Context: an optimization exercise on an open-source flow, tuned for small area, a short achievable clock period and few clock cycles. The choices shown serve that exercise and are no tape-out recipe.
Function was checked by simulation only, so behaviour that the tests miss may differ from the original.
Power figures rest on the tool's default switching activity, not on a simulated workload.

**config.mk**
```make
export PLATFORM = sky130hd
export DESIGN_NAME = rs_parity_enc
export DESIGN_NICKNAME = rs_parity_enc
export VERILOG_FILES = /design/flow/design.v
export SDC_FILE = /design/flow/constraint.sdc
export NUM_CORES = 4
export LEC_CHECK = 0
export CAP_MARGIN = 20
export CORE_MARGIN = 2
export CORE_UTILIZATION = 40
export CTS_CLUSTER_DIAMETER = 80
export CTS_CLUSTER_SIZE = 30
export SETUP_SLACK_MARGIN = 4.4
export SLEW_MARGIN = 20
```
**constraint.sdc**
```tcl
create_clock -name core_clock -period 7.0 [get_ports {clk}]
set_input_delay 1.4000 -clock core_clock [delete_from_list [all_inputs] [get_ports {clk}]]
set_output_delay 1.4000 -clock core_clock [all_outputs]
set_load 0.01 [all_outputs]
```
**design.v**
```verilog
module gf_inv6 (
  input  wire [5:0] x,
  output reg  [7:0] y
);
  always @(*) begin
    case (x)
      6'd1: y = 8'h01;
      6'd2: y = 8'h8E;
      6'd3: y = 8'hF4;
      6'd4: y = 8'h47;
      6'd5: y = 8'hA7;
      6'd6: y = 8'h7A;
      6'd7: y = 8'hBA;
      6'd8: y = 8'hAD;
      6'd9: y = 8'h9D;
      6'd10: y = 8'hDD;
      6'd11: y = 8'h98;
      6'd12: y = 8'h3D;
      6'd13: y = 8'hAA;
      6'd14: y = 8'h5D;
      6'd15: y = 8'h96;
      6'd16: y = 8'hD8;
      6'd17: y = 8'h72;
      6'd18: y = 8'hC0;
      6'd19: y = 8'h58;
      6'd20: y = 8'hE0;
      6'd21: y = 8'h3E;
      6'd22: y = 8'h4C;
      6'd23: y = 8'h66;
      6'd24: y = 8'h90;
      6'd25: y = 8'hDE;
      6'd26: y = 8'h55;
      6'd27: y = 8'h80;
      6'd28: y = 8'hA0;
      6'd29: y = 8'h83;
      6'd30: y = 8'h4B;
      6'd31: y = 8'h2A;
      6'd32: y = 8'h6C;
      6'd33: y = 8'hED;
      6'd34: y = 8'h39;
      6'd35: y = 8'h51;
      6'd36: y = 8'h60;
      6'd37: y = 8'h56;
      6'd38: y = 8'h2C;
      6'd39: y = 8'h8A;
      6'd40: y = 8'h70;
      6'd41: y = 8'hD0;
      6'd42: y = 8'h1F;
      6'd43: y = 8'h4A;
      6'd44: y = 8'h26;
      6'd45: y = 8'h8B;
      6'd46: y = 8'h33;
      6'd47: y = 8'h6E;
      6'd48: y = 8'h48;
      6'd49: y = 8'h89;
      6'd50: y = 8'h6F;
      6'd51: y = 8'h2E;
      6'd52: y = 8'hA4;
      6'd53: y = 8'hC3;
      6'd54: y = 8'h40;
      6'd55: y = 8'h5E;
      6'd56: y = 8'h50;
      6'd57: y = 8'h22;
      6'd58: y = 8'hCF;
      6'd59: y = 8'hA9;
      6'd60: y = 8'hAB;
      6'd61: y = 8'h0C;
      6'd62: y = 8'h15;
      6'd63: y = 8'hE1;
      default: y = 8'h00;
    endcase
  end
endmodule
module gf_xmul (
  input  wire [7:0]  b,
  output wire [63:0] bx
);
  assign bx[7:0] = b;
  genvar n;
  generate
    for (n = 1; n < 8; n = n + 1) begin : g_shift
      assign bx[8*n +: 8] = {bx[8*n-2 -: 7], 1'b0} ^ (bx[8*n-1] ? 8'h1D : 8'h00);
    end
  endgenerate
endmodule
module gf_mul_x (
  input  wire [7:0]  a,
  input  wire [63:0] bx,
  output wire [7:0]  p
);
  assign p = (a[0] ? bx[ 7: 0] : 8'h00) ^ (a[1] ? bx[15: 8] : 8'h00)
           ^ (a[2] ? bx[23:16] : 8'h00) ^ (a[3] ? bx[31:24] : 8'h00)
           ^ (a[4] ? bx[39:32] : 8'h00) ^ (a[5] ? bx[47:40] : 8'h00)
           ^ (a[6] ? bx[55:48] : 8'h00) ^ (a[7] ? bx[63:56] : 8'h00);
endmodule
module rs_parity_enc (
  input  wire        clk,
  input  wire        rst,        
  input  wire [5:0]  cfg_k,      
  input  wire [4:0]  cfg_m,      
  input  wire        in_valid,
  output wire        in_ready,
  input  wire [15:0] in_data,
  output wire        out_valid,
  input  wire        out_ready,
  output wire [15:0] out_data,
  output wire        out_last
);
  localparam LANES = 4;
  localparam SLOTS = 4;
  localparam ROWS  = LANES * SLOTS;
  reg         rdy_q;             
  reg  [4:0]  jn;                
  reg         first_in;          
  wire        take     = in_valid && rdy_q;
  reg  [4:0]  g_km1;             
  reg  [5:0]  g_k;
  reg  [2:0]  g_np;              
  reg  [1:0]  g_npm1;            
  reg  [1:0]  g_ll;              
  reg  [1:0]  g_base;            
  wire        last_in = first_in ? (cfg_k == 6'd1) : (jn == g_km1);
  wire [2:0]  np_cfg  = (cfg_m + 5'd3) >> 2;
  reg         ir_v;
  reg  [15:0] ir_d;
  reg  [4:0]  ir_j;
  reg         ir_first, ir_last;
  reg  [1:0]  ir_p;              
  reg  [5:0]  ir_kp;             
  reg  [1:0]  wr_ptr;            
  reg  [2:0]  free;              
  wire        alloc     = ir_first;      
  wire        issue     = ir_v && (g_np != 3'd0) && (!alloc || (free != 3'd0));
  wire        last_pass = (ir_p == g_npm1);
  wire        ir_done   = ir_v && ((g_np == 3'd0) || (issue && last_pass));
  wire [1:0]  op_slot   = alloc ? wr_ptr : g_base + ir_p;
  reg         c_v;
  reg  [15:0] c_d;
  reg  [7:0]  c_coef [0:LANES-1];
  reg  [1:0]  c_slot;
  reg         c_first, c_lastw, c_slast;
  reg  [1:0]  c_ll;
  wire [7:0]  coef [0:LANES-1];
  genvar l;
  generate
    for (l = 0; l < LANES; l = l + 1) begin : g_coef
      wire [5:0] row_k = ir_kp + l;    
      gf_inv6 u_inv (.x(row_k ^ {1'b0, ir_j}), .y(coef[l]));
    end
  endgenerate
  reg  [15:0] acc [0:ROWS-1];
  reg  [SLOTS-1:0] s_rdy;            
  reg  [SLOTS-1:0] s_last;           
  reg  [1:0]  s_ll [0:SLOTS-1];      
  wire [63:0] dx_lo, dx_hi;
  gf_xmul u_xlo (.b(c_d[7:0]),  .bx(dx_lo));
  gf_xmul u_xhi (.b(c_d[15:8]), .bx(dx_hi));
  wire [15:0] upd [0:LANES-1];
  generate
    for (l = 0; l < LANES; l = l + 1) begin : g_mac
      wire [15:0] prod;
      gf_mul_x u_lo (.a(c_coef[l]), .bx(dx_lo), .p(prod[7:0]));
      gf_mul_x u_hi (.a(c_coef[l]), .bx(dx_hi), .p(prod[15:8]));
      wire [15:0] old = acc[c_slot * LANES + l];
      assign upd[l] = (c_first ? 16'h0000 : old) ^ prod;
    end
  endgenerate
  reg         ov, ol;
  reg  [15:0] od;
  reg  [1:0]  rd_slot;
  reg  [1:0]  rd_lane;
  wire        out_go   = s_rdy[rd_slot] && (!ov || out_ready);
  wire        rd_end   = (rd_lane == s_ll[rd_slot]);
  wire        freed    = out_go && rd_end;
  assign in_ready  = rdy_q;
  assign out_valid = ov;
  assign out_data  = od;
  assign out_last  = ol;
  wire        alloc_now = issue && alloc;
  reg         rdy_n;
  always @(*) begin
    if (take) begin
      if (first_in)
        rdy_n = (cfg_m == 5'd0) ||
                (np_cfg == 3'd1 && !alloc_now && (free != 3'd0));
      else
        rdy_n = (g_np == 3'd0) || (g_np == 3'd1);
    end else if (ir_v && !ir_done) begin
      if (issue)
        rdy_n = (ir_p + 2'd1 == g_npm1) && (!alloc || (free >= 3'd2));
      else
        rdy_n = last_pass && (free != 3'd0);
    end else begin
      rdy_n = 1'b1;
    end
  end
  integer q;
  always @(posedge clk) begin
    if (take) begin
      ir_d     <= in_data;
      ir_j     <= jn;
      ir_first <= first_in;
      ir_last  <= last_in;
      ir_kp    <= first_in ? cfg_k : g_k;
      if (first_in) begin
        g_k    <= cfg_k;
        g_km1  <= cfg_k[4:0] - 5'd1;
        g_np   <= np_cfg;
        g_npm1 <= np_cfg[1:0] - 2'd1;
        g_ll   <= cfg_m[1:0] - 2'd1;
      end
    end else if (issue) begin
      ir_kp    <= ir_kp + 6'd4;
    end
    c_d     <= ir_d;
    for (q = 0; q < LANES; q = q + 1)
      c_coef[q] <= coef[q];
    c_slot  <= op_slot;
    c_first <= ir_first;
    c_lastw <= ir_last;
    c_slast <= last_pass;
    c_ll    <= last_pass ? g_ll : 2'd3;
    if (issue && alloc && ir_p == 2'd0)
      g_base <= wr_ptr;
    if (c_v) begin
      for (q = 0; q < LANES; q = q + 1)
        acc[c_slot * LANES + q] <= upd[q];
      if (c_lastw) begin
        s_last[c_slot] <= c_slast;
        s_ll[c_slot]   <= c_ll;
      end
    end
    if (out_go) begin
      od <= acc[rd_slot * LANES + rd_lane];
      ol <= s_last[rd_slot] && rd_end;
    end
    if (rst) begin
      rdy_q   <= 1'b1;
      jn      <= 5'd0;
      first_in <= 1'b1;
      ir_v    <= 1'b0;
      ir_p    <= 2'd0;
      c_v     <= 1'b0;
      wr_ptr  <= 2'd0;
      free    <= 3'd4;
      rd_slot <= 2'd0;
      rd_lane <= 2'd0;
      ov      <= 1'b0;
      s_rdy   <= {SLOTS{1'b0}};
    end else begin
      rdy_q <= rdy_n;
      if (take) begin
        jn       <= last_in ? 5'd0 : jn + 5'd1;
        first_in <= last_in;
      end
      ir_v <= take || (ir_v && !ir_done);
      if (take)
        ir_p <= 2'd0;
      else if (issue)
        ir_p <= last_pass ? 2'd0 : ir_p + 2'd1;
      c_v  <= issue;
      if (alloc_now)
        wr_ptr <= wr_ptr + 2'd1;
      free <= free - (alloc_now ? 3'd1 : 3'd0) + (freed ? 3'd1 : 3'd0);
      for (q = 0; q < SLOTS; q = q + 1) begin
        if (c_v && c_lastw && c_slot == q)
          s_rdy[q] <= 1'b1;
        else if (freed && rd_slot == q)
          s_rdy[q] <= 1'b0;
      end
      if (out_go) begin
        ov <= 1'b1;
        if (rd_end) begin
          rd_lane <= 2'd0;
          rd_slot <= rd_slot + 2'd1;
        end else begin
          rd_lane <= rd_lane + 2'd1;
        end
      end else if (out_ready) begin
        ov <= 1'b0;
      end
    end
  end
endmodule
```
**run.sh**
```bash
#!/bin/bash
# synth_recipe.tcl (not shown) runs the flow's synth.tcl, then flattens the netlist and writes it again
# the make line also repeats each setting of config.mk as NAME=value (left out here)
make -C /OpenROAD-flow-scripts/flow DESIGN_CONFIG=/design/flow/config.mk WORK_HOME=/design/flow/orfs CLKGATE_MAP_FILE= SYNTH_SCRIPT=/design/flow/synth_recipe.tcl finish
```
==> results of run 1 <==
path summary, 6_finish.rpt:
check / end / slack [ps] / depth (start not counted)
hold / removal: c_d[4] / 330 / 0
setup / recovery: c_coef[3][5] / 4390 / 8
hold reg to reg: c_d[4] / 330 / 0
setup reg to reg: c_coef[3][5] / 4390 / 8
sequential cells by signal, indices dropped and copies added, names as in the netlist, 3 cells and up, named ones only:
signal	cells
acc	256
c_coef	32
c_d	16
free	3
g_k	6
g_km1	5
g_np	3
ir_d	16
ir_j	5
ir_kp	6
jn	5
od	16
s_last	4
s_ll	8
s_rdy	4
through the flow:
stage                     worst slack, ps  hold slack (ps)  instance area [µm²]
after CTS                            4330              338                32400
final                                4390              333                33100
after global placement               2920              326                30500
after floorplan                      3890              323                29200
after detailed placement             2910              328                30500
after global routing                 4270              330                33100
cell families after synthesis:
group / count (synthesis)
simple gates: 855
xor+xnor: 609
flops: 416
compound gates: 331
buf+inv: 278
mux: 190
fa+ha+maj: 62
timing repair:
item,4_1_cts,5_1_grt
gates resized for setup,158,107
setup buffers,59,22
pin swaps,17,9
cloned,8,4
setup endpoints to repair,544,259
final cells by class:
class / instances / share of cell area
Timing Repair Buffer: 204 / 0.0571
Tap cell: 950 / 0.0359
Multi-Input combinational cell: 2051 / 0.515
Timing Repair inverter: 3 / 0.000567
Clock buffer: 32 / 0.0219
Clock inverter: 16 / 0.00831
Sequential cell: 416 / 0.353
Inverter: 58 / 0.00801
metal layers:
layer,share of wire,routed length [µm]
met1,0.40,34500
met2,0.49,42000
met3,0.069,5910
met4,0.039,3310
met5,0,0
worst register-to-register path: stages, from the launching register on:
cell and delay [ps]:
edfxtp_1 490, buf_4 190, ha_1 280, nor2b_2 210
xnor2_1 160, buf_4 270, mux4_2 540, a211oi_1 250
a31oi_1 70
report_power, final:
part | switching, µW | leakage, µW | internal (µW)
registers | 401 | 0.00373 | 4270
logic | 5140 | 0.00710 | 3740
clock network | 988 | 0.000481 | 820
total | 6530 | 0.0113 | 8830
cells in the final DEF, fill, tap and decap left out, drive strengths merged, types with 75 or more instances in the layout:
cell and instances:
edfxtp 334, dfxtp 82, mux4 162, nor2 91, xnor2 459, nand2 570, buf 170, a21oi 75
o21ai 80, xor2 137
==> impl_results.md, run 1 <==
- Post-Syn Area: 0.0290 mm²
- Via count: 21224
- Crit. End Element: flop
- Final wirelength: 85800 µm
- Most used cell, CP: buf_4
- H-tree levels: 1
- Setup violations, final: 0
- Type of the worst min-delay path: reg -> reg
- First-pass GRT wire length: 129000 µm
- ANT nets after route: 0
- Worst-margin pin slew: 1120 ps
- Layout Skew: 25.6 ps
- Global route total overflow: 0
- Yosys top cell area share: 0.346
- Worst rel slew slack: 0.255
- Non-Filler Instances: 3730
- Placed cells: 3588
- Synth Area in Compound Gates: 0.0750
- Register area share after synthesis: 0.402
- Skew-Pair Late Insertion Delay: 610 ps
- Buffers on Ports: 49
- Worst endpoint required time: 7470 ps
- Post-synth EDFFs: 334
- Die area: 0.0747 mm²
- Max Slew Vio Count: 0
- Crit path launch: ir_kp[2]
- Slowest cell on crit path: mux4_2
- Met3 GRT Util: 0.0261
- Largest family of logic cells by synthesized area: XOR/XNOR gates
- Met1 Use GR: 0.295
- Busiest grt layer: met2
- CTS tree: built
- Nets: 2852
- # diodes: 0
- Main synth FF type: edfxtp_1
- TNS Setup: 0 ps
- FMAX: 383 MHz
- Pin count of the biggest net entering global routing: 65
- Hold buffers post-CTS: 0
- Critical R2R Launch: ir_kp[2]
- CP Cell Sequence: buf_4 > ha_1 > nor2b_2 > xnor2_1 > buf_4 > mux4_2 > a211oi_1 > a31oi_1
- Netlist cell types: 72
- Tot Pwr: 15400 µW
- Core ar.: 0.0716 mm²
- Pwr dens: 464 mW/mm²
- Register bit total from synthesis: 416
- Final Util: 0.463
- Core Rows: 98
- DRC Markers: 0
- Gate Count Post-Synth: 2741
- Fraction of layout cells with a size suffix above 1: 0.196
- Footprint of the multi-input gates: 0.0171 mm²
- Post-synth ARST share: 0
- Area delta synth->final: 14.1%
- Initial DRC Count: 2096
- Worst Setup Start Kind: flop
- Ys Warns: 4
- Crit path time final: 2610 ps
- Clock sink total: 416
- Post-synthesis mux area share: 0.136
- Max_cap viols: 0
- Crit-path max FO: 16
- Adder-Cell Fraction of Synth Area: 0.0269
- Tcrit/Tclk final: 0.373
- Post-Syn Nets: 2833
- I/O pin total: 50
- Most frequent cell after synthesis: nand2_1
- GRT Resource Usage Total: 0.225
- Status: complete, no violations
- Clk buf depth: 3
- Initial antenna violation count: 0
- Number of fill cells: 6567
- Vias/cell: 5.69
- CP top delay family: multiplexers
- Synth Area in Simple Gates: 0.126
- Num CTS Buffers: 26
- Die X-Extent: 273 µm
- RePlAce Congestion: 0.853
- Clock Pin Slew Worst Setup and Hold Paths: 100 ps
- CP bufs+invs: 2
- Syn Area/Cell: 10.6 µm²
- Worst vdd ir: 227 µV
- Min-delay src: ir_d[4]
- Leakage: 0.0113 µW
- Top cells by count, synth: 570 x nand2_1, 454 x xnor2_1, 334 x edfxtp_1, 162 x mux4_2, 144 x clkbuf_1
- Pre-antenna DRT Iters: 6
- Final HPWL DP: 52300 µm
- Initial Util: 0.405
- Post-Synth XOR/XNOR Area: 0.196
- Register area: 0.0117 mm²
- Area contributors post-synth: edfxtp_1 35%, xnor2_1 14%, mux4_2 13%
- Drt wl/cell: 23.0 µm
- Critical path class: reg -> reg
- Unrepaired setup endpoints after global routing: yes
- Yosys top cell by area: edfxtp_1
- Clk root buf: clkbuf_16
- Met2 Usage GRT: 0.384
- Chip height: 273 µm
- Crit-path max cell delay: 540 ps
- Final Hold Viols: 0
- Critical Path AT: 3080 ps
- Vias in the first global route: 21159
Testbench counts, summed over its fixed seeds: cycles 87,735.
==> run 2, diff against run 1 <==
--- a/config.mk
+++ b/config.mk
@@ -10,5 +10,5 @@
 export CORE_UTILIZATION = 40
 export CTS_CLUSTER_DIAMETER = 80
 export CTS_CLUSTER_SIZE = 30
-export SETUP_SLACK_MARGIN = 4.4
+export SETUP_SLACK_MARGIN = 4.3
 export SLEW_MARGIN = 20
==> run 2 against run 1 <==
Against the previous run:
- critical path type unchanged
- synthesized area unchanged
- count of clock-buffer cells in the layout decreased by 4
- non-clock buffer count decreased by 19
==> impl_results.md, run 2 <==
- Status: complete, no violations
- Critical Path AT: 3130 ps (+50 ps)
- Leakage: 0.0112 µW (-1.4%)
- Largest regs: acc (256), c_coef (32)
- Most frequent cell after synthesis: nand2_1
- Unrepaired setup endpoints after global routing: yes
- Tot Pwr: 15200 µW (-0.91%)
- Area delta synth->final: 13.0%
- Post-synth EDFFs: 334 (unchanged)
- Ys Warns: 4 (unchanged)
- Via count: 21117 (-0.50%)
- H-tree levels: 1 (unchanged)
- Num CTS Buffers: 27 (+3.8%)
- Crit path time final: 2700 ps (+87.7 ps)
- Pwr dens: 464 mW/mm² (about the same)
- Tcrit/Tclk final: 0.385 (+0.0125)
- Reg with most FFs: acc
- Nets: 2830 (-0.77%)
- Main synth FF type: edfxtp_1
- Pin count of the biggest net entering global routing: 69 (+6.2%)
- Worst rel slew slack: 0.240 (-0.0158)
- Buffers on Ports: 49 (unchanged)
- Clock share of power: 0.124 (+0.006)
- Skew-Pair Late Insertion Delay: 630 ps (+20 ps)
- Final Util: 0.458 (-0.00439)
- Register bit total from synthesis: 416 (unchanged)
- Critical path class: reg -> reg
- Gate Count Post-Synth: 2741 (unchanged)
- Post-Syn Area: 0.0290 mm² (unchanged)
- Clock Pin Slew Worst Setup and Hold Paths: 110 ps (about the same)
- Sw Share: 0.427 (+0.00230)
- Core Rows: 98 (unchanged)
- FMAX: 371 MHz (-3.3%)
- Most frequent cells in the layout: 566 x nand2_1, 433 x xnor2_1, 334 x edfxtp_1, 162 x mux4_2, 118 x xor2_1
- Global route total overflow: 0 (unchanged)
- Logic pwr share: 0.574 (-0.004)
- Syn Area/Cell: 10.6 µm² (unchanged)
- Non-Filler Instances: 3709 (-0.56%)
- Initial Util: 0.405 (unchanged)
- Slowest cell on crit path: mux4_2
- Yosys top cell by area: edfxtp_1
- Area after DPL: 0.0304 mm² (about the same)
- Design Area, Final: 0.0328 mm² (-0.95%)
- Yosys top cell area share: 0.346 (unchanged)
- Internal Power: 8710 µW (-1.3%)
- Clk root buf: clkbuf_16
- Core ar.: 0.0716 mm² (unchanged)
- Vias/cell: 5.69 (about the same)
- Clk buf depth: 3 (unchanged)
- Fraction of layout cells with a size suffix above 1: 0.177 (-0.0192)
- Switching power of the nets: 6500 µW (-0.37%)
- Placed cells: 3587 (-0.028%)
- Layout Skew: 50.8 ps (+25.2 ps)
- Vias in the first global route: 20915 (-1.2%)
- Crit-path max FO: 7 (-9)
- CP Cell Sequence: buf_4 > ha_1 > xnor2_2 > buf_6 > clkinvlp_4 > buf_4 > nor2_1 > nor2_1 > o22a_1 > mux4_2
- CTS tree: built
- Worst endpoint required time: 7440 ps (-30 ps)
- Post-synth ARST share: 0 (unchanged)
- Setup violations, final: 0 (unchanged)
- Crit. End Element: flop
- Max reg flops: 256 (unchanged)
- Die X-Extent: 273 µm (unchanged)
- Pre-antenna DRT Iters: 5 (-1)
- ANT nets after route: 0 (unchanged)
- Drt wl/cell: 22.5 µm (-2.3%)
- I/O pin total: 50 (unchanged)
- First-pass GRT wire length: 126000 µm (-2.5%)
- Reg power frac: 0.303 (about the same)
- Initial DRC Count: 2057 (-1.9%)
- Worst Setup Start Kind: flop
- Initial antenna violation count: 0 (unchanged)
- Worst vdd ir: 206 µV (-9.0%)
- Die area: 0.0747 mm² (unchanged)
- Clock sink total: 416 (unchanged)
- Register area share after synthesis: 0.402 (unchanged)
- Commonest non-fill, non-tap cell in the layout: nand2_1
- Final Hold Viols: 0 (unchanged)
- Max_cap viols: 0 (unchanged)
- Max Slew Vio Count: 0 (unchanged)
- RePlAce Congestion: 0.862 (+1.1%)
- GRT Resource Usage Total: 0.217 (-0.00744)
- Top cells by count, synth: 570 x nand2_1, 454 x xnor2_1, 334 x edfxtp_1, 162 x mux4_2, 144 x clkbuf_1
- TNS Setup: 0 ps (unchanged)
- Crit-path max cell delay: 540 ps (about the same)
- DRC Markers: 0 (unchanged)
- Final HPWL DP: 51200 µm (-2.0%)
- # diodes: 0 (unchanged)
- Worst-margin pin slew: 1140 ps (+23.6 ps)
- Netlist cell types: 72 (unchanged)
- Final wirelength: 83300 µm (-2.9%)
- Type of the worst min-delay path: reg -> reg
- Post-Syn Nets: 2833 (unchanged)
- Area contributors post-synth: edfxtp_1 35%, xnor2_1 14%, mux4_2 13%
- Chip height: 273 µm (unchanged)
run 2: repair_timing:
item	4_1_cts	5_1_grt
pin swaps	7	12
hold buffers	0	0
buffers inserted	32	31
setup endpoints to repair	528	226
resized for setup	90	96
cloned	4	3
run 2: final timing paths:
| kind | depth (start not counted) | from | slack [ps] | to |
|---|---|---|---|---|
| worst max-delay path | 10 | ir_kp[2] | 4300 | c_coef[2][6] |
| worst min-delay path | 0 | ir_d[4] | 330 | c_d[4] |
| worst max register to register | 10 | ir_kp[2] | 4300 | c_coef[2][6] |
| worst min register to register | 0 | ir_d[4] | 330 | c_d[4] |
run 2: power by group through the flow:
stage | Clock (µW) | Sequential, µW | Combinational (µW)
6_report | 1880 | 4600 | 8730
5_1_grt | 2020 | 4640 | 9360
4_1_cts | 1930 | 4610 | 8310
3_5_place_dp | 0 | 4690 | 8120
3_3_place_gp | 0 | 4670 | 7900
2_1_floorplan | 0 | 4400 | 6290
run 2: layout make-up:
| type | instances | area (µm²) |
|---|---|---|
| Tap cell | 950 | 1190 |
| Clock inverter | 22 | 398 |
| Inverter | 58 | 260 |
| Clock buffer | 28 | 701 |
| Fill cell | 6588 | 38800 |
| Timing Repair inverter | 1 | 5.00 |
| Timing Repair Buffer | 185 | 1720 |
| Sequential cell | 416 | 11700 |
| Multi-Input combinational cell | 2049 | 16900 |
run 2: metal layers:
layer / vias to the layer above / wire length [µm] / track usage
li1: 9573 / - / -
met1: 10469 / 33900 / 0.289
met2: 884 / 40100 / 0.364
met3: 191 / 5690 / 0.0245
met4: 0 / 3620 / 0.0847
met5: - / 0 / 0
run 2: critical path: cells and delay by family, from the launching register on:
family | cells | cell delay (ps)
mux | 1 | 540
flops | 1 | 500
buf+inv | 4 | 660
simple gates | 2 | 140
compound gates | 1 | 180
xor+xnor | 1 | 210
fa+ha+maj | 1 | 300
run 2: cell families (layout without fill, tap and decap cells):
kind of cell,Yosys count,in the layout,synth area share
DFF,416,416,0.402
buffers and inverters,278,294,0.0385
muxes,190,190,0.136
and+or+nand+nor,855,855,0.126
xor gates and xnor gates,609,611,0.196
AOI/OAI and AO/OA,331,331,0.0750
adders and majority gates,62,62,0.0269
run 2: per-stage QoR:
step | hold slack, ps | worst slack, ps
floorplan | 323 | 3890
global placement | 326 | 2930
detailed placement | 327 | 2920
CTS | 326 | 4240
global route | 334 | 4170
finish | 329 | 4300
==> run 3, diff against run 2 <==
--- a/config.mk
+++ b/config.mk
@@ -7,8 +7,6 @@
 export LEC_CHECK = 0
 export CAP_MARGIN = 20
 export CORE_MARGIN = 2
-export CORE_UTILIZATION = 40
-export CTS_CLUSTER_DIAMETER = 80
-export CTS_CLUSTER_SIZE = 30
-export SETUP_SLACK_MARGIN = 4.3
+export CORE_UTILIZATION = 50
+export SETUP_SLACK_MARGIN = 4.8
 export SLEW_MARGIN = 20
==> run 3 against run 2 <==
Against the previous run:
- power grew 22%
- sequential share of layout area shrank 5.4 points
- first-iteration DRC count grew 34%
- sequential power is essentially flat
- largest cell class unchanged
==> impl_results.md, run 3 <==
- Worst endpoint required time: 5600 ps (-1840 ps)
- Design Area, Final: 0.0389 mm² (+19%)
- Die X-Extent: 245 µm (-10%)
- Final wirelength: 97500 µm (+17%)
- Critical path class: reg -> out
- CP top delay family: flip-flops
- Area contributors post-synth: edfxtp_1 35%, xnor2_1 14%, mux4_2 13%
- Worst vdd ir: 265 µV (+28%)
- ANT nets after route: 0 (unchanged)
- Reg power frac: 0.250 (-0.053)
- I/O pin total: 50 (unchanged)
- CP bufs+invs: 1 (-3)
- Crit-path max FO: 1 (-6)
- Ys Warns: 4 (unchanged)
- CP Cell Sequence: buf_2
- Hold buffers post-CTS: 0 (unchanged)
- Die area: 0.0600 mm² (-20%)
- Syn Area/Cell: 10.6 µm² (unchanged)
- Clock sink total: 416 (unchanged)
- Post-synth EDFFs: 334 (unchanged)
- Most frequent cell after synthesis: nand2_1
- First-pass GRT wire length: 142000 µm (+12%)
- Largest regs: acc (256), c_coef (32)
- Switching power of the nets: 7640 µW (+18%)
- Max reg flops: 256 (unchanged)
- Skew-Pair Late Insertion Delay: 610 ps (-20 ps)
- Max_cap viols: 0 (unchanged)
- Initial Util: 0.504 (+0.0987)
- FMAX: 389 MHz (+5.0%)
- Clk buf depth: 3 (unchanged)
- Logic pwr share: 0.616 (+0.042)
- CTS tree: built
- Internal Power: 10900 µW (+25%)
- Critical Path AT: 1170 ps (-1960 ps)
- Commonest non-fill, non-tap cell in the layout: nand2_1
- Yosys top cell area share: 0.346 (unchanged)
- Final HPWL DP: 50700 µm (-0.89%)
- Clk root buf: clkbuf_16
- Post-Syn Nets: 2833 (unchanged)
- Core ar.: 0.0576 mm² (-20%)
- Area after DPL: 0.0306 mm² (+0.47%)
- Final Hold Viols: 0 (unchanged)
- Post-synth ARST share: 0 (unchanged)
- Tcrit/Tclk final: 0.367 (-0.0183)
- Crit. End Element: primary output
- Pre-antenna DRT Iters: 6 (+1)
- Worst rel slew slack: 0.343 (+0.103)
- Register area share after synthesis: 0.402 (unchanged)
- Crit path time final: 2570 ps (-128 ps)
- Fraction of layout cells with a size suffix above 1: 0.370 (+0.194)
- Worst-margin pin slew: 986 ps (-153 ps)
- Flop-to-flop setup slack: 4460 ps (+160 ps)
- Reg with most FFs: acc
- Main synth FF type: edfxtp_1
- Worst Setup Start Kind: flop
- # diodes: 0 (unchanged)
- Type of the worst min-delay path: reg -> reg
- Leakage: 0.0144 µW (+29%)
- Crit-path max cell delay: 400 ps (-140 ps)
- Chip height: 245 µm (-10%)
- Status: complete, no violations
- Initial DRC Count: 2761 (+34%)
- Num CTS Buffers: 45 (+67%)
- Netlist cell types: 72 (unchanged)
- Layout Skew: 17.7 ps (-33.0 ps)
- Clock Pin Slew Worst Setup and Hold Paths: 60 ps (-50 ps)
- Nets: 3060 (+8.1%)
- DRC Markers: 0 (unchanged)
- Vias/cell: 6.20 (+8.9%)
- H-tree levels: 2 (+1)
- Via count: 23367 (+11%)
- Vias in the first global route: 23184 (+11%)
- Setup violations, final: 0 (unchanged)
- Buffers on Ports: 49 (unchanged)
- Max Slew Vio Count: 0 (unchanged)
- Most frequent cells in the layout: 546 x nand2_1, 334 x edfxtp_1, 268 x xnor2_1, 191 x buf_4, 166 x xnor2_2
- Clock share of power: 0.135 (+0.011)
- Sw Share: 0.412 (-0.0152)
- Hold slack: 341 ps (+11.5 ps)
- Top cells by count, synth: 570 x nand2_1, 454 x xnor2_1, 334 x edfxtp_1, 162 x mux4_2, 144 x clkbuf_1
- Initial antenna violation count: 0 (unchanged)
- GRT Resource Usage Total: 0.314 (+0.0965)
- Yosys top cell by area: edfxtp_1
- Area delta synth->final: 34.0%
- TNS Setup: 0 ps (unchanged)
- Core Rows: 88 (-10%)
- Pin count of the biggest net entering global routing: 67 (-2.9%)
- Gate Count Post-Synth: 2741 (unchanged)
- Global route total overflow: 0 (unchanged)
- Pwr dens: 477 mW/mm² (+2.9%)
- Drt wl/cell: 25.9 µm (+15%)
- RePlAce Congestion: 0.848 (-1.7%)
- Post-Syn Area: 0.0290 mm² (unchanged)
- Slowest cell on crit path: edfxtp_1
- Unrepaired setup endpoints after global routing: yes
- Register bit total from synthesis: 416 (unchanged)
-- run 3: layer usage --
| layer | wire length (µm) | vias up | track usage |
|---|---|---|---|
| li1 | - | 10093 | - |
| met1 | 36300 | 11474 | 0.398 |
| met2 | 46800 | 1430 | 0.517 |
| met3 | 8440 | 370 | 0.0461 |
| met4 | 6020 | 0 | 0.175 |
| met5 | 0 | - | 0 |
-- run 3: per-stage QoR --
stage | cells | power [µW] | worst slack [ps] | utilization
6_report | 3770 | 18500 | 4430 | 0.675
5_1_grt | 3770 | 19300 | 4390 | 0.675
4_1_cts | 3685 | 16900 | 4410 | 0.629
3_5_place_dp | 3399 | 12900 | 2930 | 0.531
3_3_place_gp | 3399 | 12700 | 2940 | 0.531
2_1_floorplan | 2741 | 10900 | 3890 | -
-- run 3: layout make-up --
| type | instances | area, µm² |
|---|---|---|
| clock buffers | 50 | 1160 |
| clock inverters | 34 | 390 |
| fillers | 4051 | 18700 |
| inverters | 58 | 380 |
| multi-input cells | 2053 | 19700 |
| flip-flops and latches | 416 | 11800 |
| well taps | 765 | 957 |
| repair buffers | 391 | 4490 |
| repair inverters | 3 | 26.3 |
-- run 3: repair_timing --
action	CTS	global route
pin swaps	119	199
endpoints found under the hold margin	0	0
setup endpoints to repair	617	382
gates resized for setup	479	348
gates cloned	32	7
buffers inserted	170	78
-- run 3: path summary, 6_finish.rpt --
kind                  endpoint  startpoint  depth (start not counted)
setup reg to reg  c_coef[1][3]    ir_kp[3]                          9
hold reg to reg         c_d[4]     ir_d[4]                          0
hold / removal          c_d[4]     ir_d[4]                          0
setup / recovery   out_data[2]       od[2]                          1
-- run 3: power by group through the flow --
stage	Clock, µW	Combinational, µW	Sequential, µW
5_1_grt	2640	12000	4650
6_report	2500	11400	4630
3_3_place_gp	0	8000	4710
4_1_cts	2540	9760	4630
3_5_place_dp	0	8170	4720
2_1_floorplan	0	6450	4400
-- run 3: kinds of logic after synthesis --
kind of cell / after synthesis / share of synthesized area
xor+xnor: 609 / 0.196
flops: 416 / 0.402
buf+inv: 278 / 0.0385
fa+ha+maj: 62 / 0.0269
mux: 190 / 0.136
simple gates: 855 / 0.126
compound gates: 331 / 0.0750
==> run 4, diff against run 3 <==
--- a/design.v
+++ b/design.v
@@ -127,6 +127,7 @@
   reg         ir_first, ir_last;
   reg  [1:0]  ir_p;              
   reg  [5:0]  ir_kp;             
+  reg  [5:0]  ir_sel [0:LANES-1];   
   reg  [1:0]  wr_ptr;            
   reg  [2:0]  free;              
   wire        alloc     = ir_first;      
@@ -144,8 +145,15 @@
   genvar l;
   generate
     for (l = 0; l < LANES; l = l + 1) begin : g_coef
-      wire [5:0] row_k = ir_kp + l;    
-      gf_inv6 u_inv (.x(row_k ^ {1'b0, ir_j}), .y(coef[l]));
+      gf_inv6 u_inv (.x(ir_sel[l]), .y(coef[l]));
+      wire [5:0] k_take = first_in ? cfg_k : g_k;
+      wire [5:0] sel_take = (k_take + l) ^ {1'b0, jn};
+      wire [5:0] sel_next = (ir_kp + (4 + l)) ^ {1'b0, ir_j};
+      always @(posedge clk)
+        if (take)
+          ir_sel[l] <= sel_take;
+        else if (issue)
+          ir_sel[l] <= sel_next;
     end
   endgenerate
   reg  [15:0] acc [0:ROWS-1];
--- a/config.mk
+++ b/config.mk
@@ -7,6 +7,8 @@
 export LEC_CHECK = 0
 export CAP_MARGIN = 20
 export CORE_MARGIN = 2
-export CORE_UTILIZATION = 50
-export SETUP_SLACK_MARGIN = 4.8
+export CORE_UTILIZATION = 40
+export CTS_CLUSTER_DIAMETER = 80
+export CTS_CLUSTER_SIZE = 30
+export SETUP_SLACK_MARGIN = 4.5
 export SLEW_MARGIN = 20
==> run 4 against run 3 <==
Against the previous run:
- still clean on timing, DRC and antenna
- count of clock-buffer cells in the layout decreased by 22
- worst hold slack improved by 2.9 ps
- design area decreased by 13%
- combinational power decreased by 23%
- clock skew increased by 6.2 ps
- core utilization decreased by 22 points
- maximum frequency decreased by 0.61%
- synthesized cell count increased by 5.2%
- die area increased by 30%
- first-iteration DRC count decreased by 24%
- critical path type unchanged
- largest power group unchanged
- highest routed layer unchanged
==> impl_results.md, run 4 <==
- Status: complete, no violations
- Crit-path max cell delay: 430 ps (+30 ps)
- Max_cap viols: 0 (unchanged)
- Vias in the first global route: 21947 (-5.3%)
- Nets: 2947 (-3.7%)
- Buffers on Ports: 49 (unchanged)
- ANT nets after route: 0 (unchanged)
- Max Slew Vio Count: 0 (unchanged)
- Post-synth ARST share: 0 (unchanged)
- Final wirelength: 86200 µm (-12%)
- GRT Resource Usage Total: 0.217 (-0.0966)
- Clk root buf: clkbuf_16
- Core Rows: 100 (+14%)
- Num CTS Buffers: 25 (-44%)
- Area delta synth->final: 11.5%
- Hold buffers post-CTS: 0 (unchanged)
- Cell depth of the worst setup path: 1 (unchanged)
- Tcrit/Tclk final: 0.369 (+0.00226)
- Post-synth EDFFs: 355 (+6.3%)
- Largest regs: acc (256), c_coef (32), ir_sel (22)
- Top cells by count, synth: 529 x nand2_1, 471 x xnor2_1, 355 x edfxtp_1, 157 x mux4_2, 140 x clkbuf_1
- Most frequent cell after synthesis: nand2_1
- Setup violations, final: 0 (unchanged)
- R2r endpoint: acc[9][13]
- Layout Skew: 24.0 ps (+6.25 ps)
- RePlAce Congestion: 0.881 (+3.9%)
- Gate Count Post-Synth: 2884 (+5.2%)
- Initial antenna violation count: 0 (unchanged)
- Fraction of layout cells with a size suffix above 1: 0.164 (-0.206)
- Area contributors post-synth: edfxtp_1 35%, xnor2_1 14%, mux4_2 12%
- Worst Setup Start Kind: flop
- CP Capture Point: out_data[1]
- Register area: 0.0123 mm² (+4.9%)
- DRC Markers: 0 (unchanged)
- Pwr dens: 456 mW/mm² (-4.4%)
- Critical path class: reg -> out
- Post-Syn Nets: 2981 (+5.2%)
- Global route total overflow: 0 (unchanged)
- Type of the worst min-delay path: reg -> reg
- Number of fill cells: 6785 (+67%)
- Core ar.: 0.0747 mm² (+30%)
- TNS Setup: 0 ps (unchanged)
- FMAX: 387 MHz (-0.61%)
- Worst endpoint required time: 5600 ps (about the same)
- Crit path launch: od[1]
- Crit-path max FO: 1 (unchanged)
- Initial DRC Count: 2088 (-24%)
- Post-Syn Area: 0.0303 mm² (+4.4%)
- CP bufs+invs: 1 (unchanged)
- Crit path time final: 2580 ps (+15.8 ps)
- Max reg flops: 256 (unchanged)
- Worst rel slew slack: 0.319 (-0.0232)
- Worst-margin pin slew: 1020 ps (+34.9 ps)
- Register area share after synthesis: 0.406 (+0.00381)
- Via count: 21821 (-6.6%)
- Skew-Pair Late Insertion Delay: 600 ps (about the same)
- First-pass GRT wire length: 131000 µm (-7.4%)
- Flop-to-flop setup slack: 4570 ps (+110 ps)
- Main synth FF type: edfxtp_1
- # diodes: 0 (unchanged)
- Yosys top cell by area: edfxtp_1
- Pin count of the biggest net entering global routing: 65 (-3.0%)
- Die X-Extent: 279 µm (+14%)
- Most frequent cells in the layout: 527 x nand2_1, 435 x xnor2_1, 355 x edfxtp_1, 157 x mux4_2, 121 x a21oi_1
- Commonest non-fill, non-tap cell in the layout: nand2_1
- Footprint of the multi-input gates: 0.0173 mm² (-12%)
- CP top delay family: flip-flops
- Critical Path AT: 1180 ps (about the same)
- Leakage: 0.0117 µW (-18%)
- Pre-antenna DRT Iters: 6 (unchanged)
- Clk buf depth: 3 (unchanged)
- Final Hold Viols: 0 (unchanged)
- Unrepaired setup endpoints after global routing: yes
- Depth of the most critical reg-to-reg path: 6 (-3)
- Slowest cell on crit path: edfxtp_1
- Initial Util: 0.406 (-0.0983)
- Critical R2R Launch: c_slot[1]
- CTS tree: built
- Chip height: 279 µm (+14%)
- Ys Warns: 6 (+2)
- Worst vdd ir: 186 µV (-30%)
- Vias/cell: 5.69 (-8.2%)
- Die area: 0.0780 mm² (+30%)
- CP Cell Sequence: buf_2
- Min-delay src: ir_d[3]
- Crit. End Element: primary output
- Netlist cell types: 72 (unchanged)
- Clock Pin Slew Worst Setup and Hold Paths: 100 ps (+40 ps)
- Final HPWL DP: 54100 µm (+6.5%)
- Final Util: 0.452 (-0.223)
- Syn Area/Cell: 10.5 µm² (-0.76%)
- Clock sink total: 437 (+5.0%)
- I/O pin total: 50 (unchanged)
- Drt wl/cell: 22.5 µm (-13%)
- Yosys top cell area share: 0.352 (+0.00620)
- H-tree levels: 1 (-1)
- Reg with most FFs: acc
- Register bit total from synthesis: 437 (+5.0%)
-- run 4: cell types whose count changed after synthesis, sizes merged, moves of 19 or more --
cell	delta
buf	+19
nand2b	+22
o21ai	+24
a21oi	+48
edfxtp	+21
inv	+23
nand2	-41
xnor2	+19
-- run 4: how the worst min path moves through the flow --
stage                    to  slack [ps]  cells past startpoint
CTS                  c_d[3]         340                      0
global route         c_d[7]         350                      0
floorplan            c_d[0]         320                      0
global placement     c_d[6]         330                      0
detailed placement  c_d[12]         330                      0
finish               c_d[3]         340                      0
-- run 4: layer usage --
metal  track usage  up-vias  wire, µm
li1              -     9954         -
met1         0.284    10772     35000
met2         0.372      890     41900
met3        0.0248      205      5810
met4        0.0765        0      3520
met5             0        -         0
-- run 4: final cells by class --
type,instances,share of cell area
clock buffers,28,0.0191
flip-flops and latches,437,0.365
well taps,969,0.0359
clock inverters,17,0.00778
inverters,79,0.00933
repair buffers,171,0.0494
multi-input cells,2136,0.513
-- run 4: cell families (layout without fill, tap and decap cells) --
family | Yosys count | in the layout | synth area share
fa+ha+maj | 67 | 67 | 0.0278
flops | 437 | 437 | 0.406
buf+inv | 313 | 295 | 0.0433
xor+xnor | 616 | 617 | 0.186
mux | 201 | 201 | 0.132
simple gates | 859 | 860 | 0.125
compound gates | 391 | 391 | 0.0805
-- run 4: stage by stage --
step / setup WS (ps) / total power, µW / std cells / instance area, µm² / hold slack [ps]
global route: 4370 / 16200 / 3837 / 33800 / 347
CTS: 4360 / 15100 / 3813 / 33200 / 342
global placement: 3150 / 12800 / 3729 / 31600 / 326
floorplan: 3970 / 10900 / 2884 / 30500 / 323
finish: 4420 / 15400 / 3837 / 33800 / 344
detailed placement: 3150 / 13100 / 3729 / 31600 / 330
-- run 4: where the power goes --
part           switching (µW)  internal, µW  total [µW]
Clock                     957           799        1760
Combinational            5170          3640        8820
Sequential                339          4490        4830
-- run 4: timing repair --
item,4_1_cts,5_1_grt
gates cloned,2,2
pin swaps,10,10
buffers inserted,37,22
endpoints found under the setup margin,533,231
resized for setup,153,68
Testbench counts of run 4, summed over its fixed seeds: cycles 87,735.
==> run 5, diff against run 4 <==
--- a/config.mk
+++ b/config.mk
@@ -5,6 +5,7 @@
 export SDC_FILE = /design/flow/constraint.sdc
 export NUM_CORES = 4
 export LEC_CHECK = 0
+export ABC_AREA = 1
 export CAP_MARGIN = 20
 export CORE_MARGIN = 2
 export CORE_UTILIZATION = 40
==> run 5 against run 4 <==
Against the previous run:
- worst setup slack got worse by 55 ps
- critical endpoint is now out_data[14]
- clock power rose by 6%
- combinational power fell by 5.0%
- global-route usage rose by 2.3 points
- largest cell class unchanged
- power fell by 4.0%
- core utilization rose by 0.10 points
- worst hold slack improved by 3.7 ps
==> impl_results.md, run 5 <==
- Status: complete, no violations
- Worst-margin pin slew: 871 ps (-150 ps)
- Commonest non-fill, non-tap cell in the layout: nand2_1
- Pwr dens: 406 mW/mm² (-11%)
- Drt wl/cell: 19.2 µm (-15%)
- Pin count of the biggest net entering global routing: 98 (+51%)
- Gate Count Post-Synth: 4472 (+55%)
- Fraction of layout cells with a size suffix above 1: 0.104 (-0.0604)
- Sw Share: 0.494 (+0.0737)
- Post-Syn Nets: 4569 (+53%)
- Syn Area/Cell: 7.24 µm² (-31%)
- Register bit total from synthesis: 437 (unchanged)
- Die area: 0.0833 mm² (+6.8%)
- CTS tree: built
- Clock sink total: 437 (unchanged)
- Yosys top cell area share: 0.329 (-0.0227)
- Max Slew Vio Count: 0 (unchanged)
- Num CTS Buffers: 26 (+4.0%)
- Clk root buf: clkbuf_16
- Worst vdd ir: 193 µV (+4.1%)
- GRT Resource Usage Total: 0.240 (+0.0233)
- Crit-path max cell delay: 440 ps (about the same)
- Initial antenna violation count: 1 (+1)
- Worst endpoint required time: 5600 ps (about the same)
- Yosys top cell by area: edfxtp_1
- Nets: 4556 (+55%)
- Final wirelength: 106000 µm (+23%)
- Area contributors post-synth: edfxtp_1 33%, nand2_1 14%, o21ai_0 6.2%
- Critical Path AT: 1240 ps (+60 ps)
- Top cells by count, synth: 1209 x nand2_1, 525 x nor2_1, 426 x inv_1, 404 x o21ai_0, 355 x edfxtp_1
- Internal Power: 7490 µW (-16%)
- Core Rows: 104 (+4.0%)
- Reg power frac: 0.307 (-0.007)
- Most frequent cell after synthesis: nand2_1
- Worst Setup Start Kind: flop
- Initial DRC Count: 3564 (+71%)
- Initial Util: 0.403 (-0.00286)
- Max reg flops: 256 (unchanged)
- Max_cap viols: 0 (unchanged)
- Leakage: 0.0155 µW (+33%)
- Hold buffers post-CTS: 0 (unchanged)
- Via count: 30072 (+38%)
- Area delta synth->final: 12.5%
- Post-synth ARST share: 0 (unchanged)
- Ys Warns: 6 (unchanged)
- CP top delay family: flip-flops
- Main synth FF type: edfxtp_1
- Post-Syn Area: 0.0324 mm² (+6.9%)
- Non-Filler Instances: 5539 (+44%)
- Number of fill cells: 8096 (+19%)
- CP bufs+invs: 1 (unchanged)
- # diodes: 0 (unchanged)
- Footprint of the multi-input gates: 0.0180 mm² (+3.9%)
- Skew-Pair Late Insertion Delay: 640 ps (+40 ps)
- H-tree levels: 1 (unchanged)
- Setup violations, final: 0 (unchanged)
- Tcrit/Tclk final: 0.377 (+0.00783)
- Vias/cell: 5.43 (-4.5%)
- Type of the worst min-delay path: reg -> reg
- Register area share after synthesis: 0.380 (-0.0262)
- Logic pwr share: 0.567 (-0.005)
- First-pass GRT wire length: 157000 µm (+20%)
- Placed cells: 5385 (+44%)
- Pre-antenna DRT Iters: 6 (unchanged)
- Switching power of the nets: 7300 µW (+13%)
- Netlist cell types: 57 (-21%)
- Final Hold Viols: 0 (unchanged)
- Clock Pin Slew Worst Setup and Hold Paths: 110 ps (about the same)
- CP Cell Sequence: buf_2
- Layout Skew: 39.6 ps (+15.7 ps)
- Register area: 0.0124 mm² (+0.42%)
- Worst rel slew slack: 0.416 (+0.0967)
- Final HPWL DP: 69100 µm (+28%)
- Crit. End Element: primary output
- FMAX: 379 MHz (-2.1%)
- DRC Markers: 0 (unchanged)
- Largest regs: acc (256), c_coef (32), ir_sel (22)
- Slowest cell on crit path: edfxtp_1
- Crit path time final: 2640 ps (+54.8 ps)
- Unrepaired setup endpoints after global routing: yes
- Crit-path max FO: 1 (unchanged)
- Core ar.: 0.0804 mm² (+7.7%)
- Vias in the first global route: 26967 (+23%)
- Post-synth EDFFs: 355 (unchanged)
- Chip height: 289 µm (+3.3%)
- ANT nets after route: 0 (unchanged)
- Most frequent cells in the layout: 1148 x nand2_1, 517 x nor2_1, 401 x inv_1, 398 x o21ai_0, 355 x edfxtp_1
- Reg with most FFs: acc
- Critical path class: reg -> out
- Buffers on Ports: 49 (unchanged)
- Clk buf depth: 3 (unchanged)
- RePlAce Congestion: 0.904 (+2.6%)
- Die X-Extent: 289 µm (+3.3%)
- I/O pin total: 50 (unchanged)
- TNS Setup: 0 ps (unchanged)
- Clock share of power: 0.126 (+0.012)
- Global route total overflow: 0 (unchanged)
## run 5: cell count changes after synthesis, moves of 157 or more
cell	before	now
nor2_1	98	525
mux4_2	157	0
o21ai_0	104	404
inv_1	75	426
xnor2_1	471	173
nand3_1	28	250
nand2_1	529	1209
## run 5: area by class of cell
type / count / area share
flip-flops and latches: 437 / 0.340
repair inverters: 1 / 0.000137
clock buffers: 30 / 0.0194
inverters: 454 / 0.0492
repair buffers: 184 / 0.0528
multi-input cells: 3355 / 0.494
well taps: 1060 / 0.0364
clock inverters: 18 / 0.00786
## run 5: through the flow
step                instance area (µm²)  worst slack, ps  power [µW]  utilization  hold WS [ps]
floorplan                         32600             3800        9990            -           323
global placement                  33600             2690       12200        0.417           327
detailed placement                33600             2680       12300        0.417           329
CTS                               35100             4320       14300        0.436           350
global route                      36500             4330       15800        0.453           358
finish                            36500             4360       14800        0.453           347
## run 5: power by group through the flow
stage | combinational [µW] | sequential, µW | clock (µW)
after global routing | 9240 | 4560 | 1990
after floorplan | 5910 | 4080 | 0
after global placement | 7610 | 4610 | 0
after CTS | 7850 | 4530 | 1900
after detailed placement | 7720 | 4610 | 0
final | 8380 | 4540 | 1860
## run 5: kinds of logic after synthesis
logic type | count (synthesis) | share of synthesized area
flops | 437 | 0.380
compound gates | 807 | 0.138
xor+xnor | 369 | 0.105
buf+inv | 684 | 0.0859
fa+ha+maj | 66 | 0.0257
simple gates | 2109 | 0.265
## run 5: final timing paths
path,start,slack (ps),cells after the start,end
setup reg to reg,c_coef[2][7],4520,6,acc[2][6]
hold reg to reg,ir_d[6],350,0,c_d[6]
hold / removal,ir_d[6],350,0,c_d[6]
setup / recovery,od[14],4360,1,out_data[14]
## run 5: per-layer routing
metal / part of all wire / vias to the layer above / wire length, µm / GRT usage
met4: 0.023 / 0 / 2460 / 0.0585
met1: 0.45 / 14039 / 47900 / 0.350
met2: 0.45 / 1314 / 47600 / 0.383
met3: 0.078 / 169 / 8330 / 0.0242
met5: 0 / - / 0 / 0
li1: - / 14550 / - / -
## run 5: repair_timing
action / in CTS / in global routing
gates resized for setup: 186 / 167
setup buffers: 25 / 65
gates cloned: 2 / 14
pin swaps: 6 / 29
endpoints found under the setup margin: 602 / 270
==> run 6, diff against run 5 <==
--- a/config.mk
+++ b/config.mk
@@ -5,11 +5,10 @@
 export SDC_FILE = /design/flow/constraint.sdc
 export NUM_CORES = 4
 export LEC_CHECK = 0
-export ABC_AREA = 1
 export CAP_MARGIN = 20
 export CORE_MARGIN = 2
 export CORE_UTILIZATION = 40
 export CTS_CLUSTER_DIAMETER = 80
 export CTS_CLUSTER_SIZE = 30
-export SETUP_SLACK_MARGIN = 4.5
+export SETUP_SLACK_MARGIN = 4.6
 export SLEW_MARGIN = 20
==> run 6 against run 5 <==
Against the previous run:
- still clean on timing, DRC and antenna
- final cell count down 30%
- worst setup slack better by 48 ps
- non-clock buffer count down 1
- maximum frequency up 1.9%
- worst hold slack worse by 28 ps
- global-route usage down 2.3 points
- register-to-register slack better by 100 ps
- clock power about the same
- wire length down 18%
- synthesized area down 6.5%
- largest cell class unchanged
==> impl_results.md, run 6 <==
- Die area: 0.0780 mm² (-6.4%)
- Placed cells: 3727 (-31%)
- I/O pin total: 50 (unchanged)
- Final Hold Viols: 0 (unchanged)
- Initial antenna violation count: 1 (unchanged)
- FMAX: 386 MHz (+1.9%)
- Setup violations, final: 0 (unchanged)
- Pre-antenna DRT Iters: 6 (unchanged)
- Post-Syn Nets: 2981 (-35%)
- Global route total overflow: 0 (unchanged)
- DRC Markers: 0 (unchanged)
- Cell depth of the worst setup path: 1 (unchanged)
- Drt wl/cell: 22.6 µm (+18%)
- Netlist cell types: 72 (+26%)
- Nets: 2960 (-35%)
- Post-synth EDFFs: 355 (unchanged)
- Chip height: 279 µm (-3.2%)
- TNS Setup: 0 ps (unchanged)
- Worst endpoint required time: 5600 ps (about the same)
- Depth of the most critical reg-to-reg path: 9 (+3)
- Core ar.: 0.0747 mm² (-7.1%)
- Crit-path max FO: 1 (unchanged)
- Unrepaired setup endpoints after global routing: yes
- Clock sink total: 437 (unchanged)
- Initial Util: 0.406 (+0.00286)
- Post-synth ARST share: 0 (unchanged)
- # diodes: 0 (unchanged)
- RePlAce Congestion: 0.846 (-6.5%)
- Yosys top cell by area: edfxtp_1
- Top cells by count, synth: 529 x nand2_1, 471 x xnor2_1, 355 x edfxtp_1, 157 x mux4_2, 140 x clkbuf_1
- Non-Filler Instances: 3852 (-30%)
- Reg with most FFs: acc
- Crit-path max cell delay: 420 ps (-20 ps)
- Vias/cell: 5.70 (+5.0%)
- CP Capture Point: out_data[11]
- Flop-to-flop setup slack: 4620 ps (+100 ps)
- Final HPWL DP: 53500 µm (-23%)
- Gate Count Post-Synth: 2884 (-36%)
- CTS tree: built
- Post-Syn Area: 0.0303 mm² (-6.5%)
- Syn Area/Cell: 10.5 µm² (+45%)
- CP bufs+invs: 1 (unchanged)
- R2r endpoint: free[1]
- First-pass GRT wire length: 131000 µm (-17%)
- Tcrit/Tclk final: 0.370 (-0.00691)
- Pin count of the biggest net entering global routing: 66 (-33%)
- Main synth FF type: edfxtp_1
- Via count: 21959 (-27%)
- Critical Path AT: 1190 ps (-50 ps)
- Num CTS Buffers: 26 (unchanged)
- Core Rows: 100 (-3.8%)
- Area after DPL: 0.0317 mm² (-5.7%)
- Clk buf depth: 3 (unchanged)
- Worst vdd ir: 280 µV (+45%)
- Die X-Extent: 279 µm (-3.2%)
- Critical path class: reg -> out
- Fraction of layout cells with a size suffix above 1: 0.184 (+0.0804)
- Max Slew Vio Count: 0 (unchanged)
- Worst Setup Start Kind: flop
- Worst-margin pin slew: 1030 ps (+161 ps)
- Number of fill cells: 6748 (-17%)
- Footprint of the multi-input gates: 0.0177 mm² (-2.0%)
- Initial DRC Count: 2314 (-35%)
- Yosys top cell area share: 0.352 (+0.0227)
- Vias in the first global route: 21898 (-19%)
- Register area: 0.0124 mm² (-0.34%)
- Most frequent cell after synthesis: nand2_1
- Tot Pwr: 15800 µW (+7.0%)
- Crit path launch: od[11]
- Most frequent cells in the layout: 526 x nand2_1, 409 x xnor2_1, 355 x edfxtp_1, 157 x mux4_2, 119 x a21oi_1
- Ys Warns: 6 (unchanged)
- Layout Skew: 34.1 ps (-5.58 ps)
- Leakage: 0.0120 µW (-23%)
- Register area share after synthesis: 0.406 (+0.0262)
- Type of the worst min-delay path: reg -> reg
- Crit path time final: 2590 ps (-48.4 ps)
- Commonest non-fill, non-tap cell in the layout: nand2_1
- Skew-Pair Late Insertion Delay: 610 ps (-30 ps)
- Pwr dens: 460 mW/mm² (+13%)
- Crit. End Element: primary output
- Final wirelength: 87000 µm (-18%)
- Largest regs: acc (256), c_coef (32), ir_sel (22)
- Max_cap viols: 0 (unchanged)
- ANT nets after route: 0 (unchanged)
- Area contributors post-synth: edfxtp_1 35%, xnor2_1 14%, mux4_2 12%
- Slowest cell on crit path: edfxtp_1
- Clock Pin Slew Worst Setup and Hold Paths: 100 ps (about the same)
- Design Area, Final: 0.0344 mm² (-5.7%)
- CP Cell Sequence: buf_2
- Worst rel slew slack: 0.312 (-0.104)
- Area delta synth->final: 13.5%
- CP top delay family: flip-flops
- Buffers on Ports: 49 (unchanged)
- Status: complete, no violations
- H-tree levels: 1 (unchanged)
- Clk root buf: clkbuf_16
- GRT Resource Usage Total: 0.217 (-0.0231)
- Max reg flops: 256 (unchanged)
- Register bit total from synthesis: 437 (unchanged)
==> run 6: power breakdown <==
group          switching [µW]  total (µW)  leakage (µW)  internal [µW]
sequential                393        4890       0.00393           4500
combinational            5260        9100       0.00760           3850
clock                    1010        1830      0.000476            823
total                    6650       15800        0.0120           9170
==> run 6: layout make-up <==
cell class	instances	area share
multi-input combinational	2136	0.514
tap	969	0.0353
clock buffer	27	0.0196
clock inverter	21	0.00964
sequential	437	0.359
timing repair buffer	183	0.0527
inverter	79	0.00986
==> run 6: logic make-up (layout without fill, tap and decap cells) <==
group | after synthesis | in the layout | synth area share
AND/OR/NAND/NOR | 859 | 860 | 0.125
AO/OA/AOI/OAI | 391 | 391 | 0.0805
buffers and inverters | 313 | 310 | 0.0433
multiplexers | 201 | 201 | 0.132
XOR/XNOR | 616 | 617 | 0.186
adder cells (fa/ha/maj) | 67 | 67 | 0.0278
flip-flops | 437 | 437 | 0.406
==> run 6: repair_timing <==
| action | CTS | global route |
|---|---|---|
| endpoints found under the setup margin | 578 | 294 |
| endpoints found under the hold margin | 0 | 0 |
| gates cloned | 4 | 4 |
| hold buffers | 0 | 0 |
| resized for setup | 181 | 93 |
| pin swaps | 18 | 21 |
| buffers inserted | 48 | 21 |
==> run 6: worst min path at each step <==
stage                     slack [ps]  endpoint  startpoint  cells after the start
after floorplan                  320    c_d[0]     ir_d[0]                      0
after global placement           330    c_d[3]     ir_d[3]                      0
after detailed placement         330    c_d[3]     ir_d[3]                      0
after CTS                        320    c_d[3]     ir_d[3]                      0
after global routing             330    c_d[5]     ir_d[5]                      0
final                            320    c_d[3]     ir_d[3]                      0
==> run 6: metrics by stage <==
stage	util	setup WS (ps)	hold WS [ps]
after floorplan	-	3990	323
after global placement	0.424	3190	328
after detailed placement	0.424	3190	327
after CTS	0.450	4350	323
after global routing	0.460	4360	330
final	0.460	4410	320
==> run 6: per-layer routing <==
metal | track usage | part of all wire
met5 | 0 | 0
met4 | 0.0806 | 0.040
met3 | 0.0233 | 0.071
met2 | 0.369 | 0.49
met1 | 0.287 | 0.40
==> run 6: worst register-to-register path, delay by kind of cell, from the launching register on <==
kind | cells | cell delay, ps
xor+xnor | 1 | 220
fa+ha+maj | 3 | 850
buf+inv | 2 | 80
flops | 1 | 370
simple gates | 2 | 150
mux | 1 | 570
==> run 7, diff against run 6 <==
--- a/config.mk
+++ b/config.mk
@@ -8,7 +8,7 @@
 export CAP_MARGIN = 20
 export CORE_MARGIN = 2
 export CORE_UTILIZATION = 40
-export CTS_CLUSTER_DIAMETER = 80
-export CTS_CLUSTER_SIZE = 30
-export SETUP_SLACK_MARGIN = 4.6
+export CTS_CLUSTER_DIAMETER = 150
+export CTS_CLUSTER_SIZE = 32
+export SETUP_SLACK_MARGIN = 4.7
 export SLEW_MARGIN = 20
==> run 7 against run 6 <==
Against the previous run:
- sequential power rose by 2%
- power fell by 0.79%
- critical path depth did not move
- via count rose by 1.1%
- first-iteration DRC count rose by 11%
==> impl_results.md, run 7 <==
- Status: complete, no violations
- Chip height: 279 µm (unchanged)
- Post-synth EDFFs: 355 (unchanged)
- Worst vdd ir: 190 µV (-32%)
- Worst-margin pin slew: 1010 ps (-17.9 ps)
- Max reg flops: 256 (unchanged)
- Worst endpoint required time: 5600 ps (about the same)
- CP top delay family: flip-flops
- DRC Markers: 0 (unchanged)
- Nets: 2990 (+1.0%)
- Final Hold Viols: 0 (unchanged)
- GRT Resource Usage Total: 0.220 (+0.00231)
- CTS tree: built
- CP Cell Sequence: buf_2
- Ys Warns: 6 (unchanged)
- Commonest non-fill, non-tap cell in the layout: nand2_1
- Skew-Pair Late Insertion Delay: 570 ps (-40 ps)
- Top cells by count, synth: 529 x nand2_1, 471 x xnor2_1, 355 x edfxtp_1, 157 x mux4_2, 140 x clkbuf_1
- Reg with most FFs: acc
- Vias/cell: 5.73 (+0.56%)
- Die X-Extent: 279 µm (unchanged)
- Core ar.: 0.0747 mm² (unchanged)
- Clock Pin Slew Worst Setup and Hold Paths: 120 ps (+20 ps)
- Gate Count Post-Synth: 2884 (unchanged)
- TNS Setup: 0 ps (unchanged)
- Max_cap viols: 0 (unchanged)
- Final HPWL DP: 54000 µm (+0.91%)
- Register area share after synthesis: 0.406 (unchanged)
- Crit. End Element: primary output
- Pre-antenna DRT Iters: 6 (unchanged)
- Number of fill cells: 6692 (-0.83%)
- Hold buffers post-CTS: 0 (unchanged)
- Placed cells: 3724 (-0.080%)
- Initial DRC Count: 2566 (+11%)
- Num CTS Buffers: 17 (-35%)
- Yosys top cell area share: 0.352 (unchanged)
- Critical path class: reg -> out
- Setup violations, final: 0 (unchanged)
- Most frequent cell after synthesis: nand2_1
- Buffers on Ports: 49 (unchanged)
- Final wirelength: 89000 µm (+2.4%)
- Syn Area/Cell: 10.5 µm² (unchanged)
- Crit-path max cell delay: 430 ps (about the same)
- Clock sink total: 437 (unchanged)
- Register bit total from synthesis: 437 (unchanged)
- Tcrit/Tclk final: 0.367 (-0.00334)
- Leakage: 0.0124 µW (+2.9%)
- Initial antenna violation count: 0 (-1)
- Worst rel slew slack: 0.324 (+0.0120)
- CP bufs+invs: 1 (unchanged)
- Global route total overflow: 0 (unchanged)
- Via count: 22208 (+1.1%)
- Layout Skew: 13.5 ps (-20.6 ps)
- Critical Path AT: 1170 ps (-20 ps)
- Largest regs: acc (256), c_coef (32), ir_sel (22)
- Post-Syn Nets: 2981 (unchanged)
- Netlist cell types: 72 (unchanged)
- Area contributors post-synth: edfxtp_1 35%, xnor2_1 14%, mux4_2 12%
- Area delta synth->final: 15.6%
- Clk buf depth: 3 (unchanged)
- Footprint of the multi-input gates: 0.0182 mm² (+3.1%)
- ANT nets after route: 0 (unchanged)
- Max Slew Vio Count: 0 (unchanged)
- Yosys top cell by area: edfxtp_1
- Vias in the first global route: 21920 (+0.10%)
- Worst Setup Start Kind: flop
- Fraction of layout cells with a size suffix above 1: 0.212 (+0.0283)
- Main synth FF type: edfxtp_1
- Slowest cell on crit path: edfxtp_1
- Initial Util: 0.406 (unchanged)
- RePlAce Congestion: 0.874 (+3.3%)
- Post-Syn Area: 0.0303 mm² (unchanged)
- Pin count of the biggest net entering global routing: 66 (unchanged)
- Clk root buf: clkbuf_16
- Post-synth ARST share: 0 (unchanged)
- Register area: 0.0124 mm² (+0.26%)
- H-tree levels: 1 (unchanged)
- Non-Filler Instances: 3874 (+0.57%)
- Crit-path max FO: 1 (unchanged)
- Most frequent cells in the layout: 525 x nand2_1, 369 x xnor2_1, 355 x edfxtp_1, 157 x mux4_2, 117 x a21oi_1
- Unrepaired setup endpoints after global routing: yes
- Crit path time final: 2570 ps (-23.4 ps)
- Type of the worst min-delay path: reg -> reg
- Core Rows: 100 (unchanged)
- First-pass GRT wire length: 133000 µm (+1.1%)
- Pwr dens: 448 mW/mm² (-2.6%)
- Drt wl/cell: 23.0 µm (+1.8%)
- I/O pin total: 50 (unchanged)
- Die area: 0.0780 mm² (unchanged)
- FMAX: 389 MHz (+0.91%)
==> run 7: kinds of logic after synthesis <==
family                   count (synthesis)  synth area share
flip-flops                             437             0.406
multiplexers                           201             0.132
adder cells (fa/ha/maj)                 67            0.0278
XOR/XNOR                               616             0.186
AND/OR/NAND/NOR                        859             0.125
AO/OA/AOI/OAI                          391            0.0805
buffers and inverters                  313            0.0433
==> run 7: power breakdown <==
group | leakage [µW] | internal (µW) | switching, µW | total [µW]
combinational | 0.00818 | 4120 | 5340 | 9460
sequential | 0.00394 | 4490 | 473 | 4970
clock | 0.000234 | 473 | 795 | 1270
==> run 7: routing by layer <==
metal  global-route usage  wire length, µm  vias up
li1                     -                -    10035
met1                0.290            36200    11043
met2                0.376            43000      921
met3               0.0212             5970      209
met4               0.0782             3880        0
met5                    0                0        -
==> run 7: worst paths after layout <==
path / startpoint / end / slack (ps) / cells past startpoint
max: od[2] / out_data[2] / 4430 / 1
min reg2reg: ir_d[3] / c_d[3] / 350 / 0
max reg2reg: flop / free[1] / 4630 / 9
min: ir_d[3] / c_d[3] / 350 / 0
==> run 7: per-stage QoR <==
step	power, µW	hold WS (ps)	area, µm²	util	worst slack [ps]
2_1_floorplan	10900	323	30600	-	3990
3_3_place_gp	12800	327	31700	0.424	3200
3_5_place_dp	13000	327	31700	0.424	3120
4_1_cts	14900	352	33700	0.451	4400
5_1_grt	16500	361	35000	0.469	4390
6_report	15700	347	35000	0.469	4430
==> run 7: layout make-up <==
cell class | count | share of cell area
repair buffers | 221 | 0.0685
clock buffers | 27 | 0.0132
diodes | 1 | 0.0000714
inverters | 79 | 0.00968
well taps | 969 | 0.0346
multi-input cells | 2136 | 0.520
repair inverters | 1 | 0.000250
clock inverters | 3 | 0.000643
flip-flops and latches | 437 | 0.353
==> run 7: repair_timing <==
action | in CTS | in global routing
resized for setup | 248 | 142
setup endpoints to repair | 588 | 318
gates cloned | 7 | 8
buffers inserted | 63 | 41
endpoints found under the hold margin | 0 | 0
pin swaps | 24 | 58

-- afterwards: timing with drivers on the ports --
In the flow no input, the clock included, has a driving cell. The finished layouts below were timed again as built, in two steps.
Step 1 (the two cells are an assumption about what drives the block):
set clk [get_ports {clk}]
set_driving_cell -lib_cell sky130_fd_sc_hd__clkbuf_16 $clk
set_driving_cell -lib_cell sky130_fd_sc_hd__buf_2 [delete_from_list [all_inputs] $clk]
Step 2, shift: input delay + t, output delay - t, t = (earliest + latest rising clock arrival at the registers) / 2. This alone moves slack from input paths to output paths.
a / b / c = ideal / step 1 / step 2; a / b = the first two.
run	t, ns	slack for setup (ns)	clock arrival spread, ns	worst register clock-pin slew, ns
run 1	0.656	4.391 / 4.384 / 3.821	0.026 / 0.026	0.11 / 0.11
run 2	0.662	4.303 / 4.274 / 3.768	0.051 / 0.052	0.11 / 0.11
run 3	0.665	4.431 / 4.366 / 3.899	0.023 / 0.023	0.07 / 0.07
run 4	0.653	4.415 / 4.349 / 3.890	0.025 / 0.025	0.11 / 0.11
run 5	0.677	4.361 / 4.299 / 3.900	0.040 / 0.040	0.11 / 0.11
run 6	0.661	4.409 / 4.343 / 3.941	0.034 / 0.034	0.11 / 0.11
run 7	0.630	4.432 / 4.366 / 4.013	0.017 / 0.016	0.12 / 0.12
After both steps every run listed still meets setup and hold. The setup slack of run 1, which loses most, moves by -0.007 ns with the drivers and by -0.570 ns with both steps.
